This design comes from an exercise in tuning for small area, a short achievable clock period and few clock cycles per item on the open sky130 flow, not from production work.
Where RTL was checked, it was by simulation tests only, not by an equivalence proof against the original.
No activity file was given, so power comes from the tool's default toggle rates.

==> run A: inputs <==
Design rs544_decoder, start of the top module:
module rs544_decoder (
    input  wire       clk,
    input  wire       rst,
    input  wire       in_valid,
    input  wire [9:0] in_sym,
    output wire       in_ready,
    output wire       err_valid,
    output wire [9:0] err_pos,
    output wire [9:0] err_val,
    output wire       done,
    output wire       done_uncorr,
    output wire       done_marked,
    output wire [4:0] done_nerr
);
export LEC_CHECK = 0
export CAP_MARGIN = 20
export CORE_MARGIN = 2
export CORE_UTILIZATION = 72
export CTS_BUF_LIST = sky130_fd_sc_hd__clkbuf_16
export CTS_CLUSTER_DIAMETER = 80
export CTS_CLUSTER_SIZE = 25
export PLACE_DENSITY = 0.82
export SLEW_MARGIN = 20
export SYNTH_MEMORY_MAX_BITS = 16384
create_clock -name core_clock -period 12.0 [get_ports {clk}]
standard.sh (not shown) runs the stock make flow with config.mk's settings and CLKGATE_MAP_FILE= SYNTH_SCRIPT=/design/flow/synth_recipe.tcl, a recipe that flattens the netlist after the stock synthesis.
==> flow/flow/run.sh <==
#!/bin/bash
# Standard layout, with plain buffers (not delay cells) on the ports.
set -euo pipefail
export BUFFER_PORTS_ARGS="-buffer_cell sky130_fd_sc_hd__buf_4"
bash standard.sh > standard_flow.log 2>&1
==> run C: changes against run A <==
==> flow/config.mk (replaced) <==
export PLATFORM = sky130hd
export DESIGN_NAME = rs544_decoder
export DESIGN_NICKNAME = rs544_decoder
export VERILOG_FILES = /design/flow/design.v
export SDC_FILE = /design/flow/constraint.sdc
export NUM_CORES = 4
export LEC_CHECK = 0
export CAP_MARGIN = 20
export CORE_MARGIN = 2
export CORE_UTILIZATION = 65
export CTS_BUF_LIST = sky130_fd_sc_hd__clkbuf_16
export CTS_CLUSTER_DIAMETER = 80
export CTS_CLUSTER_SIZE = 25
export PLACE_DENSITY = 0.75
export SLEW_MARGIN = 20
export SYNTH_MEMORY_MAX_BITS = 16384
==> run B: changes against run A <==
--- a/flow/design.v
+++ b/flow/design.v
@@ -172,51 +172,47 @@
                 5'd15: chien_step = 10'h120;
                 default: chien_step = 10'h000;
             endcase
         end
     endfunction
     integer k;
-    reg  [3:0] rdy;            
-    reg  [3:0] v1;             
+    reg        rdy;
+    reg        v1;
     reg  [9:0] d1;
-    reg  [3:0] first1;         
-    reg        last1;          
+    reg        first1, last1;
     reg  [9:0] icnt;
-    reg  [3:0] s1_full;        
+    reg        s1_full;
     localparam [1:0] S2_IDLE = 2'd0, S2_WAIT = 2'd1, S2_RUN = 2'd2, S2_DONE = 2'd3;
     reg  [1:0] s2st;
-    reg  [3:0] s2_cap;         
+    reg        s2_cap;         
     reg  [1:0] s2st_n;
-    wire [3:0] s1_full_n = (v1 & {4{last1}}) | (s1_full & ~s2_cap);
-    wire xfer = in_valid && rdy[0];
-    assign in_ready = rdy[0];
+    wire       s1_full_n = (v1 && last1) || (s1_full && !s2_cap);
+    wire xfer = in_valid && rdy;
+    assign in_ready = rdy;
     always @(posedge clk) begin
         d1     <= in_sym;
+        first1 <= (icnt == 10'd0);
         last1  <= (icnt == 10'd543);
         if (rst) begin
-            rdy     <= 4'hf;
-            v1      <= 4'h0;
-            first1  <= 4'hf;
+            rdy     <= 1'b1;
+            v1      <= 1'b0;
             icnt    <= 10'd0;
-            s1_full <= 4'h0;
+            s1_full <= 1'b0;
         end else begin
+            v1 <= xfer;
             if (xfer) icnt <= (icnt == 10'd543) ? 10'd0 : icnt + 10'd1;
-            for (k = 0; k < 4; k = k + 1) begin
-                v1[k] <= in_valid && rdy[k];
-                if (v1[k]) first1[k] <= last1;
-                if (in_valid && rdy[k] && icnt == 10'd543 && s2st != S2_IDLE) rdy[k] <= 1'b0;
-                else if (s2_cap[k]) rdy[k] <= 1'b1;
-            end
+            if (xfer && icnt == 10'd543 && s2st != S2_IDLE) rdy <= 1'b0;
+            else if (s2_cap) rdy <= 1'b1;
             s1_full <= s1_full_n;
         end
     end
     reg  [9:0] syn [0:29];
     always @(posedge clk) begin
-        for (k = 0; k < 30; k = k + 1)
-            if (v1[k/8])
-                syn[k] <= (first1[k/8] ? 10'd0 : gf_mul(syn[k], syn_step(k))) ^ d1;
+        if (v1)
+            for (k = 0; k < 30; k = k + 1)
+                syn[k] <= (first1 ? 10'd0 : gf_mul(syn[k], syn_step(k))) ^ d1;
     end
     reg  [3:0] ph;             
     reg  [5:0] pr;             
     reg  [4:0] rr;             
     reg  [9:0] sy  [0:29];
     reg  [19:0] lr [0:8];      
@@ -252,13 +248,13 @@
     wire [9:0] p0     = gf_mul(lr[8][9:0], sa);
     wire [9:0] p1     = gf_mul(lr[8][19:10], sb);
     wire [9:0] res    = acc ^ p0 ^ p1;
     reg  [4:0] rr_n;
     always @(*) begin
         rr_n = rr;
-        if (s2_cap[0]) rr_n = 5'd1;
+        if (s2_cap) rr_n = 5'd1;
         else if (s2st == S2_RUN && c8) rr_n = (pr == 6'd29) ? 5'd0 : rr + 5'd1;
     end
     reg  [9:0] sa_n, sb_n, xl, xh, yh;
     always @(*) begin
         xl = 10'd0;
         xh = 10'd0;
@@ -282,15 +278,14 @@
         sa    <= sa_n;
         sb    <= sb_n;
         acc   <= c0 ? 10'd0 : res;
         rr <= rr_n;
         oh  <= c8 ? (16'd1 << rr_n[4:1]) : {1'b0, oh[15:1]};
         par <= c8 ? rr_n[0] : par;
-        for (k = 0; k < 30; k = k + 1)
-            if (s2_cap[k/8]) sy[k] <= syn[k];
-        if (s2_cap[0]) begin
+        if (s2_cap) begin
+            for (k = 0; k < 30; k = k + 1) sy[k] <= syn[k];
             dlt   <= syn[0];
             s0one <= (syn[0] == 10'd1);
             gam   <= 10'd1;
             L     <= 5'd0;
             pr    <= 6'd0;
             wv    <= 1'b0;
@@ -313,41 +308,41 @@
             end
         end
     end
     always @(*) begin
         s2st_n = s2st;
         case (s2st)
-            S2_IDLE: if (s2_cap[0]) s2st_n = c8 ? S2_RUN : S2_WAIT;
+            S2_IDLE: if (s2_cap) s2st_n = c8 ? S2_RUN : S2_WAIT;
             S2_WAIT: if (c8) s2st_n = S2_RUN;
             S2_RUN:  if (c8 && s2_last) s2st_n = S2_DONE;
             S2_DONE: if (s3_load) s2st_n = S2_IDLE;
         endcase
     end
     always @(posedge clk) begin
         if (rst) begin
             ph    <= 4'd0;
             c0    <= 1'b1;
             c8    <= 1'b0;
             first <= 1'b0;
             s2st  <= S2_IDLE;
-            s2_cap <= 4'h0;
+            s2_cap <= 1'b0;
             s3_load <= 1'b0;
             s3_ldc  <= 3'd0;
         end else begin
             ph <= c8 ? 4'd0 : ph + 4'd1;
             c0 <= c8;
             c8 <= (ph == 4'd7);
-            if ((s2st == S2_IDLE && s2_cap[0] && c8) || (s2st == S2_WAIT && c8)) first <= 1'b1;
+            if ((s2st == S2_IDLE && s2_cap && c8) || (s2st == S2_WAIT && c8)) first <= 1'b1;
             else if (c8) first <= 1'b0;
             s3_load <= c8 && !s3_load && (s3st == S3_IDLE) &&
                        (s2st == S2_DONE || s2_last);
             for (k = 0; k < 3; k = k + 1)
                 s3_ldc[k] <= c8 && !s3_ldc[k] && (s3st == S3_IDLE) &&
                              (s2st == S2_DONE || s2_last);
             s2st   <= s2st_n;
-            s2_cap <= s1_full_n & {4{s2st_n == S2_IDLE}};
+            s2_cap <= s1_full_n && (s2st_n == S2_IDLE);
         end
     end
     localparam [1:0] S3_IDLE = 2'd0, S3_RUN = 2'd1, S3_DRAIN = 2'd2, S3_OUT = 2'd3;
     reg  [9:0] t [0:15];
     reg  [9:0] u [0:14];
     reg  [9:0] pcnt;           
@@ -389,13 +384,13 @@
     wire [4:0] m1 = gf5_mul(o1, a1);
     wire [4:0] m0 = gf5_mul(o0, a0 ^ a1);
     wire [4:0] m2 = gf5_mul(o0 ^ o1, a0);
     wire [9:0] fval = from_comp({gf5_mul(r2p1, r2di), gf5_mul(r2p0, r2di)});
     reg  [9:0] e_pos [0:14];
     reg  [9:0] e_val [0:14];
-    reg  [3:0] os;             
+    reg        e_shift;        
     reg        o_ev, o_done, o_unc, o_mk;
     reg  [4:0] o_nerr;
     always @(posedge clk) begin
         for (k = 0; k < 8; k = k + 1) begin
             t[15-2*k] <= s3_ldc[0] ? lr[k][9:0]   : gf_mul(t[15-2*k], chien_step(15-2*k));
             t[14-2*k] <= s3_ldc[1] ? lr[k][19:10] : gf_mul(t[14-2*k], chien_step(14-2*k));
@@ -416,39 +411,38 @@
         end
         r1lo  <= to_comp(lam_odd);
         r1om  <= to_comp(om_sum);
         r2p1  <= m2 ^ m0;
         r2p0  <= m0 ^ m1;
         r2di  <= ddi;
-        if (r2v || os[0]) begin
+        if (e_shift) begin
             e_pos[0] <= pcnt + 10'd2;    
             e_val[0] <= fval;
-        end
-        for (k = 1; k < 15; k = k + 1)
-            if (r2v || os[k/4]) begin
+            for (k = 1; k < 15; k = k + 1) begin
                 e_pos[k] <= e_pos[k-1];
                 e_val[k] <= e_val[k-1];
             end
+        end
     end
     always @(posedge clk) begin
         if (rst) begin
             s3st   <= S3_IDLE;
             r1v    <= 1'b0;
             r1last <= 1'b0;
             ev     <= 1'b0;
             r2v    <= 1'b0;
-            os     <= 4'h0;
+            e_shift <= 1'b0;
             o_ev   <= 1'b0;
             o_done <= 1'b0;
         end else begin
             r1v    <= ev && !skip && root;
             r1last <= ev && (pcnt == 10'd0);
             ev     <= s3_load || (ev && (s3st == S3_RUN) && !stop && (pcnt != 10'd0));
             r2v    <= r1v;
-            for (k = 0; k < 4; k = k + 1)
-                os[k] <= ((s3st == S3_DRAIN) && ocorr && (on != 5'd0)) || (os[k] && oi != 4'd13);
+            e_shift <= r1v || (ocorr && (on != 5'd0) &&
+                               ((s3st == S3_DRAIN) || (s3st == S3_OUT && oi < 4'd13)));
             o_ev   <= 1'b0;
             o_done <= 1'b0;
             case (s3st)
                 S3_IDLE: if (s3_load) s3st <= S3_RUN;
                 S3_RUN: if (stop) begin
                     on    <= skip ? 5'd0 : nf_inc;
==> flow/config.mk (replaced) <==
export PLATFORM = sky130hd
export DESIGN_NAME = rs544_decoder
export DESIGN_NICKNAME = rs544_decoder
export VERILOG_FILES = /design/flow/design.v
export SDC_FILE = /design/flow/constraint.sdc
export NUM_CORES = 4
export LEC_CHECK = 0
export CAP_MARGIN = 20
export CORE_MARGIN = 2
export CORE_UTILIZATION = 50
export CTS_BUF_LIST = sky130_fd_sc_hd__clkbuf_16
export CTS_CLUSTER_DIAMETER = 100
export CTS_CLUSTER_SIZE = 30
export PLACE_DENSITY = 0.65
export SLEW_MARGIN = 20
export SYNTH_MEMORY_MAX_BITS = 16384
==> run Z: changes against run A <==
--- a/flow/design.v
+++ b/flow/design.v
@@ -172,51 +172,47 @@
                 5'd15: chien_step = 10'h120;
                 default: chien_step = 10'h000;
             endcase
         end
     endfunction
     integer k;
-    reg  [3:0] rdy;            
-    reg  [3:0] v1;             
+    reg        rdy;
+    reg        v1;
     reg  [9:0] d1;
-    reg  [3:0] first1;         
-    reg        last1;          
+    reg        first1, last1;
     reg  [9:0] icnt;
-    reg  [3:0] s1_full;        
+    reg        s1_full;
     localparam [1:0] S2_IDLE = 2'd0, S2_WAIT = 2'd1, S2_RUN = 2'd2, S2_DONE = 2'd3;
     reg  [1:0] s2st;
-    reg  [3:0] s2_cap;         
+    reg        s2_cap;         
     reg  [1:0] s2st_n;
-    wire [3:0] s1_full_n = (v1 & {4{last1}}) | (s1_full & ~s2_cap);
-    wire xfer = in_valid && rdy[0];
-    assign in_ready = rdy[0];
+    wire       s1_full_n = (v1 && last1) || (s1_full && !s2_cap);
+    wire xfer = in_valid && rdy;
+    assign in_ready = rdy;
     always @(posedge clk) begin
         d1     <= in_sym;
+        first1 <= (icnt == 10'd0);
         last1  <= (icnt == 10'd543);
         if (rst) begin
-            rdy     <= 4'hf;
-            v1      <= 4'h0;
-            first1  <= 4'hf;
+            rdy     <= 1'b1;
+            v1      <= 1'b0;
             icnt    <= 10'd0;
-            s1_full <= 4'h0;
+            s1_full <= 1'b0;
         end else begin
+            v1 <= xfer;
             if (xfer) icnt <= (icnt == 10'd543) ? 10'd0 : icnt + 10'd1;
-            for (k = 0; k < 4; k = k + 1) begin
-                v1[k] <= in_valid && rdy[k];
-                if (v1[k]) first1[k] <= last1;
-                if (in_valid && rdy[k] && icnt == 10'd543 && s2st != S2_IDLE) rdy[k] <= 1'b0;
-                else if (s2_cap[k]) rdy[k] <= 1'b1;
-            end
+            if (xfer && icnt == 10'd543 && s2st != S2_IDLE) rdy <= 1'b0;
+            else if (s2_cap) rdy <= 1'b1;
             s1_full <= s1_full_n;
         end
     end
     reg  [9:0] syn [0:29];
     always @(posedge clk) begin
-        for (k = 0; k < 30; k = k + 1)
-            if (v1[k/8])
-                syn[k] <= (first1[k/8] ? 10'd0 : gf_mul(syn[k], syn_step(k))) ^ d1;
+        if (v1)
+            for (k = 0; k < 30; k = k + 1)
+                syn[k] <= (first1 ? 10'd0 : gf_mul(syn[k], syn_step(k))) ^ d1;
     end
     reg  [3:0] ph;             
     reg  [5:0] pr;             
     reg  [4:0] rr;             
     reg  [9:0] sy  [0:29];
     reg  [19:0] lr [0:8];      
@@ -224,13 +220,12 @@
     reg  [9:0] gam, dlt, acc, w, bprev, sa, sb;
     reg  [4:0] L;
     reg  [3:0] wk;
     reg        wv;
     reg        s0one;
     reg        s3_load;
-    reg  [2:0] s3_ldc;         
     reg  [1:0] s3st;
     wire       bm     = (s2st == S2_RUN) && (pr < 6'd30);
     reg        first;          
     reg        c0, c8;         
     reg  [15:0] oh;            
     reg         par;           
@@ -240,25 +235,21 @@
     wire [9:0] b_h1   = first ? 10'd0      : br[0][19:10];
     wire [9:0] bp     = c0 ? 10'd0 : bprev;
     wire       cond   = bm && (dlt != 10'd0) && ({L, 1'b0} <= pr);
     wire [9:0] lam_n0 = gf_mul(gam, lam_h0) ^ gf_mul(dlt, bp);
     wire [9:0] lam_n1 = gf_mul(gam, lam_h1) ^ gf_mul(dlt, b_h0);
     wire       wsel   = wv && (ph == {1'b0, wk[3:1]});
-    wire       oclr   = (s2st == S2_RUN) && (pr == 6'd30);
-    wire [9:0] b_n0   = bm ? (cond ? lam_h0 : bp)   : oclr ? 10'd0 : ((wsel && !wk[0]) ? w : b_h0);
-    wire [9:0] b_n1   = bm ? (cond ? lam_h1 : b_h0) : oclr ? 10'd0 : ((wsel &&  wk[0]) ? w : b_h1);
-    wire [4:0] l_fin  = cond ? 5'd30 - L : L;
-    wire       s2_last = (s2st == S2_RUN) &&
-                         ((pr == 6'd29 && (l_fin == 5'd0 || l_fin[4])) || (pr == {1'b0, L} + 6'd30));
+    wire [9:0] b_n0   = bm ? (cond ? lam_h0 : bp)   : ((wsel && !wk[0]) ? w : b_h0);
+    wire [9:0] b_n1   = bm ? (cond ? lam_h1 : b_h0) : ((wsel &&  wk[0]) ? w : b_h1);
     wire [9:0] p0     = gf_mul(lr[8][9:0], sa);
     wire [9:0] p1     = gf_mul(lr[8][19:10], sb);
     wire [9:0] res    = acc ^ p0 ^ p1;
     reg  [4:0] rr_n;
     always @(*) begin
         rr_n = rr;
-        if (s2_cap[0]) rr_n = 5'd1;
+        if (s2_cap) rr_n = 5'd1;
         else if (s2st == S2_RUN && c8) rr_n = (pr == 6'd29) ? 5'd0 : rr + 5'd1;
     end
     reg  [9:0] sa_n, sb_n, xl, xh, yh;
     always @(*) begin
         xl = 10'd0;
         xh = 10'd0;
@@ -282,15 +273,14 @@
         sa    <= sa_n;
         sb    <= sb_n;
         acc   <= c0 ? 10'd0 : res;
         rr <= rr_n;
         oh  <= c8 ? (16'd1 << rr_n[4:1]) : {1'b0, oh[15:1]};
         par <= c8 ? rr_n[0] : par;
-        for (k = 0; k < 30; k = k + 1)
-            if (s2_cap[k/8]) sy[k] <= syn[k];
-        if (s2_cap[0]) begin
+        if (s2_cap) begin
+            for (k = 0; k < 30; k = k + 1) sy[k] <= syn[k];
             dlt   <= syn[0];
             s0one <= (syn[0] == 10'd1);
             gam   <= 10'd1;
             L     <= 5'd0;
             pr    <= 6'd0;
             wv    <= 1'b0;
@@ -313,41 +303,37 @@
             end
         end
     end
     always @(*) begin
         s2st_n = s2st;
         case (s2st)
-            S2_IDLE: if (s2_cap[0]) s2st_n = c8 ? S2_RUN : S2_WAIT;
+            S2_IDLE: if (s2_cap) s2st_n = c8 ? S2_RUN : S2_WAIT;
             S2_WAIT: if (c8) s2st_n = S2_RUN;
-            S2_RUN:  if (c8 && s2_last) s2st_n = S2_DONE;
+            S2_RUN:  if (c8 && pr == 6'd44) s2st_n = S2_DONE;
             S2_DONE: if (s3_load) s2st_n = S2_IDLE;
         endcase
     end
     always @(posedge clk) begin
         if (rst) begin
             ph    <= 4'd0;
             c0    <= 1'b1;
             c8    <= 1'b0;
             first <= 1'b0;
             s2st  <= S2_IDLE;
-            s2_cap <= 4'h0;
+            s2_cap <= 1'b0;
             s3_load <= 1'b0;
-            s3_ldc  <= 3'd0;
         end else begin
             ph <= c8 ? 4'd0 : ph + 4'd1;
             c0 <= c8;
             c8 <= (ph == 4'd7);
-            if ((s2st == S2_IDLE && s2_cap[0] && c8) || (s2st == S2_WAIT && c8)) first <= 1'b1;
+            if ((s2st == S2_IDLE && s2_cap && c8) || (s2st == S2_WAIT && c8)) first <= 1'b1;
             else if (c8) first <= 1'b0;
             s3_load <= c8 && !s3_load && (s3st == S3_IDLE) &&
-                       (s2st == S2_DONE || s2_last);
-            for (k = 0; k < 3; k = k + 1)
-                s3_ldc[k] <= c8 && !s3_ldc[k] && (s3st == S3_IDLE) &&
-                             (s2st == S2_DONE || s2_last);
+                       (s2st == S2_DONE || (s2st == S2_RUN && pr == 6'd44));
             s2st   <= s2st_n;
-            s2_cap <= s1_full_n & {4{s2st_n == S2_IDLE}};
+            s2_cap <= s1_full_n && (s2st_n == S2_IDLE);
         end
     end
     localparam [1:0] S3_IDLE = 2'd0, S3_RUN = 2'd1, S3_DRAIN = 2'd2, S3_OUT = 2'd3;
     reg  [9:0] t [0:15];
     reg  [9:0] u [0:14];
     reg  [9:0] pcnt;           
@@ -389,66 +375,67 @@
     wire [4:0] m1 = gf5_mul(o1, a1);
     wire [4:0] m0 = gf5_mul(o0, a0 ^ a1);
     wire [4:0] m2 = gf5_mul(o0 ^ o1, a0);
     wire [9:0] fval = from_comp({gf5_mul(r2p1, r2di), gf5_mul(r2p0, r2di)});
     reg  [9:0] e_pos [0:14];
     reg  [9:0] e_val [0:14];
-    reg  [3:0] os;             
+    reg        e_shift;        
     reg        o_ev, o_done, o_unc, o_mk;
     reg  [4:0] o_nerr;
     always @(posedge clk) begin
-        for (k = 0; k < 8; k = k + 1) begin
-            t[15-2*k] <= s3_ldc[0] ? lr[k][9:0]   : gf_mul(t[15-2*k], chien_step(15-2*k));
-            t[14-2*k] <= s3_ldc[1] ? lr[k][19:10] : gf_mul(t[14-2*k], chien_step(14-2*k));
-        end
-        for (k = 0; k < 7; k = k + 1) begin
-            u[14-2*k] <= s3_ldc[2] ? br[k][9:0]   : gf_mul(u[14-2*k], chien_step(15-2*k));
-            u[13-2*k] <= s3_load   ? br[k][19:10] : gf_mul(u[13-2*k], chien_step(14-2*k));
-        end
-        u[0] <= s3_load ? br[7][9:0] : gf_mul(u[0], chien_step(1));
         if (s3_load) begin
+            for (k = 0; k < 8; k = k + 1) begin
+                t[15-2*k] <= lr[k][9:0];
+                t[14-2*k] <= lr[k][19:10];
+            end
+            for (k = 0; k < 7; k = k + 1) begin
+                u[14-2*k] <= br[k][9:0];
+                u[13-2*k] <= br[k][19:10];
+            end
+            u[0] <= w;
             pcnt  <= 10'd543;
             L3    <= L;
             mk3   <= s0one && (L == 5'd1) && (lr[0][9:0] == 10'd1) && (lr[0][19:10] == 10'h3df);
             nf    <= 5'd0;
         end else begin
+            for (k = 0; k < 16; k = k + 1) t[k] <= gf_mul(t[k], chien_step(k));
+            for (k = 0; k < 15; k = k + 1) u[k] <= gf_mul(u[k], chien_step(k+1));
             pcnt <= pcnt - 10'd1;
             if (s3st == S3_RUN) nf <= nf_inc;
         end
         r1lo  <= to_comp(lam_odd);
         r1om  <= to_comp(om_sum);
         r2p1  <= m2 ^ m0;
         r2p0  <= m0 ^ m1;
         r2di  <= ddi;
-        if (r2v || os[0]) begin
+        if (e_shift) begin
             e_pos[0] <= pcnt + 10'd2;    
             e_val[0] <= fval;
-        end
-        for (k = 1; k < 15; k = k + 1)
-            if (r2v || os[k/4]) begin
+            for (k = 1; k < 15; k = k + 1) begin
                 e_pos[k] <= e_pos[k-1];
                 e_val[k] <= e_val[k-1];
             end
+        end
     end
     always @(posedge clk) begin
         if (rst) begin
             s3st   <= S3_IDLE;
             r1v    <= 1'b0;
             r1last <= 1'b0;
             ev     <= 1'b0;
             r2v    <= 1'b0;
-            os     <= 4'h0;
+            e_shift <= 1'b0;
             o_ev   <= 1'b0;
             o_done <= 1'b0;
         end else begin
             r1v    <= ev && !skip && root;
             r1last <= ev && (pcnt == 10'd0);
             ev     <= s3_load || (ev && (s3st == S3_RUN) && !stop && (pcnt != 10'd0));
             r2v    <= r1v;
-            for (k = 0; k < 4; k = k + 1)
-                os[k] <= ((s3st == S3_DRAIN) && ocorr && (on != 5'd0)) || (os[k] && oi != 4'd13);
+            e_shift <= r1v || (ocorr && (on != 5'd0) &&
+                               ((s3st == S3_DRAIN) || (s3st == S3_OUT && oi < 4'd13)));
             o_ev   <= 1'b0;
             o_done <= 1'b0;
             case (s3st)
                 S3_IDLE: if (s3_load) s3st <= S3_RUN;
                 S3_RUN: if (stop) begin
                     on    <= skip ? 5'd0 : nf_inc;
==> flow/config.mk (replaced) <==
export PLATFORM = sky130hd
export DESIGN_NAME = rs544_decoder
export DESIGN_NICKNAME = rs544_decoder
export VERILOG_FILES = /design/flow/design.v
export SDC_FILE = /design/flow/constraint.sdc
export NUM_CORES = 4
export LEC_CHECK = 0
export CAP_MARGIN = 20
export CORE_MARGIN = 2
export CORE_UTILIZATION = 50
export CTS_BUF_LIST = sky130_fd_sc_hd__clkbuf_16
export CTS_CLUSTER_DIAMETER = 80
export CTS_CLUSTER_SIZE = 25
export PLACE_DENSITY = 0.65
export SLEW_MARGIN = 20
export SYNTH_MEMORY_MAX_BITS = 16384
==> out/qor_table.md <==
| Metric | Value |
|---|---|
| Outcome | finished clean |
| Leakage Power | 28.8 nW |
| Final design instance area without fill | 84300 um2 |
| Synthesis-stage register bit count | 1818 |
| Count of flip-flops and latches | 1818 |
| Fillers | 7277 |
| Fraction of layout cells with a size suffix above 1 | 5.78% |
| Power density normalized to cell area | 283 nW/um2 |
| Avg Cell Area, Syn | 11.6 um2 |
| Distinct cell type count after synthesis | 77 |
# the run above: run A

==> out/qor_table.md <==
| Metric | Value |
|---|---|
| Distinct cell type count after synthesis | 67 |
| Fillers | 13600 |
| Synthesis-stage register bit count | 1799 |
| Outcome | finished clean |
| Leakage Power | 28.2 nW |
| Final design instance area without fill | 83900 um2 |
| Power density normalized to cell area | 272 nW/um2 |
# the run above: run B

==> out/qor_table.md <==
| Metric | Value |
|---|---|
| Leakage Power | 28.8 nW |
| Count of flip-flops and latches | 1818 |
| Synthesis-stage register bit count | 1818 |
| Outcome | finished clean |
| Final design instance area without fill | 84600 um2 |
# the run above: run C

==> out/qor_table.md <==
| Metric | Value |
|---|---|
| Leakage Power | 28.7 nW |
| Synthesis-stage register bit count | 1796 |
| Fillers | 13500 |
| Distinct cell type count after synthesis | 73 |
| Fraction of layout cells with a size suffix above 1 | 6.30% |
| Outcome | finished clean |
| Power density normalized to cell area | 288 nW/um2 |
# the run above: run Z

Testbench counts of run B, summed over its fixed seeds: cycles 75,169, codewords 128.
Testbench counts of run Z, summed over its fixed seeds: cycles 75,556, codewords 128.
For run A and run C, only the layout was checked, not whether the RTL still works.

-- static timing again, ports no longer ideal --
The flow's constraints put no driver on any port. The routed layouts listed below were extracted and timed again, unchanged, in two steps.
Step 1 assumes that a clkbuf_16 drives the clock port and a buf_2 every other input.
Step 2 also shifts input and output timing later by t, the mid clock arrival at the registers, as if the neighbouring blocks saw the same clock.
Slacks: ideal / step 1 / step 2; pairs: ideal / step 1.
run | shift t [ns] | setup WS [ns] | worst setup path at the end
run A | 0.783 | 8.315 / 8.237 / 8.290 | input to register
run C | 0.792 | 8.309 / 8.231 / 8.166 | input to register
run B | 0.806 | 8.293 / 8.217 / 8.161 | input to register
run Z | 0.828 | 8.312 / 8.231 / 8.114 | input to register
After both steps setup and hold are still met in every run listed. For run Z, which loses most, drivers alone change the setup slack by -0.081 ns; drivers and shift together by -0.198 ns.
